From an optimization exercise on the open Yosys and OpenROAD flow, aimed at small area, a short achievable clock period and few clock cycles; shortcuts taken in it are not production practice.
No driver is modelled on the clock port, so clock power and skew are understated where the tree is cut down; a real chip needs a root buffer or a tree.

==> inputs of build 49 <==
==> flow/design.v (excerpt) <==
module lc_decoder (
    input  wire         clk,
    input  wire         rst,         
    input  wire         in_valid,
    output wire         in_ready,
    input  wire [39:0]  in_beat,     
    input  wire [36:0]  in_dda,      
    output reg          out_valid,
    output reg  [2:0]   out_status,
    output reg  [3:0]   out_dev,
    output wire [511:0] out_data
);
  localparam [2:0] ST_GOOD = 3'd0, ST_CORR = 3'd1, ST_POIS = 3'd2,
                   ST_MARK = 3'd3, ST_UNC  = 3'd4;
  function [15:0] am12;
    input [15:0] x;
    begin
      am12[0] = ^(x & 16'h1110);
      am12[1] = ^(x & 16'h3330);
      am12[2] = ^(x & 16'h6660);
      am12[3] = ^(x & 16'hddd0);
      am12[4] = ^(x & 16'hbba0);
      am12[5] = ^(x & 16'h7740);
      am12[6] = ^(x & 16'hee80);
      am12[7] = ^(x & 16'hdd00);
      am12[8] = ^(x & 16'hba00);
      am12[9] = ^(x & 16'h7400);
      am12[10] = ^(x & 16'he800);
      am12[11] = ^(x & 16'hd000);
      am12[12] = ^(x & 16'hb111);
      am12[13] = ^(x & 16'h6222);
      am12[14] = ^(x & 16'hc444);
      am12[15] = ^(x & 16'h8888);
    end
  endfunction
  function [15:0] am65531;
    input [15:0] x;
    begin
      am65531[0] = ^(x & 16'h001d);
      am65531[1] = ^(x & 16'h0027);
      am65531[2] = ^(x & 16'h004e);
      am65531[3] = ^(x & 16'h0080);
      am65531[4] = ^(x & 16'h0100);
      am65531[5] = ^(x & 16'h0200);
      am65531[6] = ^(x & 16'h0400);
      am65531[7] = ^(x & 16'h0800);
      am65531[8] = ^(x & 16'h1001);
      am65531[9] = ^(x & 16'h2003);
      am65531[10] = ^(x & 16'h4007);
      am65531[11] = ^(x & 16'h800e);
  ...
Settings: LEC_CHECK=0, CAP_MARGIN=20, CORE_MARGIN=2, CORE_UTILIZATION=55, CTS_CLUSTER_DIAMETER=60, CTS_CLUSTER_SIZE=30, PLACE_DENSITY=0.65, SLEW_MARGIN=20; clock period 10.0 ns.
standard.sh (not shown) runs the stock make flow with config.mk's settings and CLKGATE_MAP_FILE= SYNTH_SCRIPT=/design/flow/synth_recipe.tcl, a recipe that flattens the netlist after the stock synthesis.
==> flow/flow/run.sh <==
#!/bin/bash
# Own layout flow: the standard ORFS flow (standard synthesis included), with
# timing repair aimed past the 10 ns constraint and plain buffers on the ports.
set -euo pipefail
bash standard.sh \
  "SETUP_SLACK_MARGIN=6.6" \
  "BUFFER_PORTS_ARGS=-buffer_cell sky130_fd_sc_hd__buf_1" \
  finish > flow_make.log 2>&1
==> trial 54 (differences from build 49) <==
==> flow/flow/run.sh (replaced) <==
#!/bin/bash
# Own layout flow: the standard ORFS flow (standard synthesis, floorplan,
# placement, routing), except that the clock tree is built by flow/mycts.tcl
# (clock port -> 4 root buffers -> leaf buffers -> flip-flop clusters), timing
# repair aims past the 10 ns constraint, and the ports get plain buffers.
set -euo pipefail
EXTRA=("SETUP_SLACK_MARGIN=6.9" "BUFFER_PORTS_ARGS=-buffer_cell sky130_fd_sc_hd__buf_1")
bash standard.sh "${EXTRA[@]}" place > flow_place.log 2>&1
bash standard.sh "${EXTRA[@]}" "RUN_SCRIPT=$PWD/flow/mycts.tcl" RUN_LOG_NAME_STEM=4_1_mycts run > flow_cts.log 2>&1
bash standard.sh "${EXTRA[@]}" finish > flow_finish.log 2>&1
==> flow/flow/mycts.tcl (new file) <==
# Two-level clock tree built by hand: the clock port drives a few root buffers,
# each root drives leaf buffers, each leaf drives a compact cluster of flip-flops.
# Replaces ORFS's cts step (same post-CTS repair as cts.tcl).
source $::env(SCRIPTS_DIR)/load.tcl
erase_non_stage_variables cts
load_design 3_place.odb 3_place.sdc

set leaf_max  [expr {[info exists ::env(MYCTS_LEAF_MAX)] ? $::env(MYCTS_LEAF_MAX) : 20}]
set n_roots   [expr {[info exists ::env(MYCTS_ROOTS)] ? $::env(MYCTS_ROOTS) : 4}]
set leaf_cell [expr {[info exists ::env(MYCTS_LEAF_CELL)] ? $::env(MYCTS_LEAF_CELL) : "sky130_fd_sc_hd__clkbuf_16"}]
set root_cell [expr {[info exists ::env(MYCTS_ROOT_CELL)] ? $::env(MYCTS_ROOT_CELL) : "sky130_fd_sc_hd__clkbuf_16"}]

set db [ord::get_db]
set block [ord::get_db_block]
set clknet [$block findNet clk]

# split a list of {obj x y} in two parts (sizes in ratio k1 : n-k1) along its wider side
proc split2 {items {frac 0.5}} {
  set xs {}; set ys {}
  foreach it $items { lappend xs [lindex $it 1]; lappend ys [lindex $it 2] }
  set xs [lsort -integer $xs]; set ys [lsort -integer $ys]
  set dx [expr {[lindex $xs end] - [lindex $xs 0]}]
  set dy [expr {[lindex $ys end] - [lindex $ys 0]}]
  set k [expr {$dx >= $dy ? 1 : 2}]
  set s [lsort -integer -index $k $items]
  set h [expr {int(round([llength $s] * $frac))}]
  return [list [lrange $s 0 [expr {$h - 1}]] [lrange $s $h end]]
}
# cut into ceil(n / maxn) compact clusters of nearly equal size
proc bisect {items maxn} {
  set n [llength $items]
  if {$n <= $maxn} { return [list $items] }
  set k [expr {($n + $maxn - 1) / $maxn}]
  set k1 [expr {$k / 2}]
  lassign [split2 $items [expr {double($k1) / $k}]] a b
  return [concat [bisect $a $maxn] [bisect $b $maxn]]
}
proc centroid {items} {
  set sx 0; set sy 0
  foreach it $items { set sx [expr {$sx + [lindex $it 1]}]; set sy [expr {$sy + [lindex $it 2]}] }
  set n [llength $items]
  return [list [expr {$sx / $n}] [expr {$sy / $n}]]
}

set sinks {}
foreach it [$clknet getITerms] {
  set inst [$it getInst]
  set bb [$inst getBBox]
  lappend sinks [list $it [expr {([$bb xMin] + [$bb xMax]) / 2}] [expr {([$bb yMin] + [$bb yMax]) / 2}]]
}
puts "mycts: [llength $sinks] clock sinks"

set clusters [bisect $sinks $leaf_max]
puts "mycts: [llength $clusters] leaf clusters"

set lmaster [$db findMaster $leaf_cell]
set rmaster [$db findMaster $root_cell]
set leaves {}
set i 0
foreach cl $clusters {
  lassign [centroid $cl] cx cy
  set inst [odb::dbInst_create $block $lmaster "mycts_leaf_$i"]
  $inst setLocation $cx $cy
  $inst setPlacementStatus PLACED
  set net [odb::dbNet_create $block "mycts_leafnet_$i"]
  $net setSigType CLOCK
  [$inst findITerm X] connect $net
  foreach s $cl {
    set it [lindex $s 0]
    $it disconnect
    $it connect $net
  }
  lappend leaves [list $inst $cx $cy]
  incr i
}

# group the leaves under the roots
set groups [list $leaves]
while {[llength $groups] < $n_roots} {
  set ng {}
  foreach g $groups { lassign [split2 $g] a b; lappend ng $a $b }
  set groups $ng
}
set i 0
foreach g $groups {
  lassign [centroid $g] cx cy
  set inst [odb::dbInst_create $block $rmaster "mycts_root_$i"]
  $inst setLocation $cx $cy
  $inst setPlacementStatus PLACED
  set net [odb::dbNet_create $block "mycts_rootnet_$i"]
  $net setSigType CLOCK
  [$inst findITerm X] connect $net
  [$inst findITerm A] connect $clknet
  foreach l $g { [[lindex $l 0] findITerm A] connect $net }
  incr i
}
$clknet setSigType CLOCK
global_connect

set_placement_padding -global \
  -left $::env(CELL_PAD_IN_SITES_DETAIL_PLACEMENT) \
  -right $::env(CELL_PAD_IN_SITES_DETAIL_PLACEMENT)
detailed_placement
set_propagated_clock [all_clocks]
estimate_parasitics -placement
report_clock_skew
repair_timing_helper
detailed_placement
check_placement -verbose
estimate_parasitics -placement
report_clock_skew
report_worst_slack -max
report_worst_slack -min

orfs_write_db $::env(RESULTS_DIR)/4_1_cts.odb
orfs_write_sdc $::env(RESULTS_DIR)/4_cts.sdc
--- a/flow/config.mk
+++ b/flow/config.mk
@@ -8,7 +8,5 @@
 export CAP_MARGIN = 20
 export CORE_MARGIN = 2
 export CORE_UTILIZATION = 55
-export CTS_CLUSTER_DIAMETER = 60
-export CTS_CLUSTER_SIZE = 30
 export PLACE_DENSITY = 0.65
 export SLEW_MARGIN = 20
==> impl_metrics.env <==
export IMPL_cp_slowest_cell="xor2_1"
export IMPL_outcome="timing/DRC/antenna clean"
export IMPL_ff_latch_area_um2=35600
export IMPL_multi_input_combinational_gate_total=5694
export IMPL_use_met3_pct=5.90
export IMPL_cp_cell_sequence="buf_4 -> xor2_1 -> xnor2_1 -> xor2_1 -> xor2_1 -> xnor2_1 -> xnor2_1"
export IMPL_mostFrequentLayoutCells="1,884 x xnor2_1, 1,216 x xor2_1, 1,131 x nand2_1, 882 x dfxtp_1, 544 x edfxtp_1"
export IMPL_insertedDiodeCount=4
export IMPL_via_per_inst=5.68
export IMPL_worst_setup_path_endpoint="pv_r[83]$_DFF_P_"
export IMPL_cts_root_buf="clkbuf_16"
-- figures above: build 49

==> impl_metrics.env <==
export IMPL_mostFrequentLayoutCells="1,867 x xnor2_1, 1,208 x xor2_1, 1,131 x nand2_1, 747 x dfxtp_1, 544 x edfxtp_1"
export IMPL_multi_input_combinational_gate_total=5698
export IMPL_critical_path_peak_fanout=16
export IMPL_outcome="timing/DRC/antenna clean"
export IMPL_cp_cell_sequence="buf_4 -> xor2_1 -> xnor2_1 -> buf_4 -> xnor2_1 -> xnor2_1 -> xor2_1"
export IMPL_synthTopCellsByCount="1,901 x xnor2_1, 1,221 x xor2_1, 1,131 x nand2_1"
export IMPL_worst_setup_path_endpoint="pv_r[101]$_DFF_P_"
export IMPL_synth_compound_gate_area_share_pct=5.71
export IMPL_insertedDiodeCount=2
export IMPL_via_per_inst=5.73
export IMPL_route_top_layer_used="met5"
export IMPL_use_met3_pct=4.71
-- figures above: trial 54

No run of this note included a check of the RTL's function; only the layout flow was run. In trial 54 the design's own scripts or RTL, not TritonCTS, make the clock network.

## separate check: timing with driven ports
No port has a modelled driver above. Below, the same layouts with a new extraction and two added sets of constraints.
Step 1: set_driving_cell puts a clkbuf_16 on clk and a buf_2 on each other input, an assumption about the parent block.
Step 2 times the ports against the registers' clock, not the clock port: input delays grow and output delays shrink by t, the midpoint of the rising clock arrivals with the driver on.
Slacks: ideal / step 1 / step 2; pairs: ideal / step 1.
run	shift t [ns]	slack for setup (ns)	hold WS [ns]	worst setup path after step 2	pins driven straight from the clock port
build 49	0.841	6.564 / 6.537 / 6.564	0.381 / 0.381 / 0.381	register to register	1
trial 54	0.723	6.779 / 6.710 / 6.709	0.406 / 0.406 / 0.406	input to register	4
After both steps every run listed still meets setup and hold. The setup slack of trial 54, which loses most, moves by -0.069 ns with the drivers and by -0.070 ns with both steps.
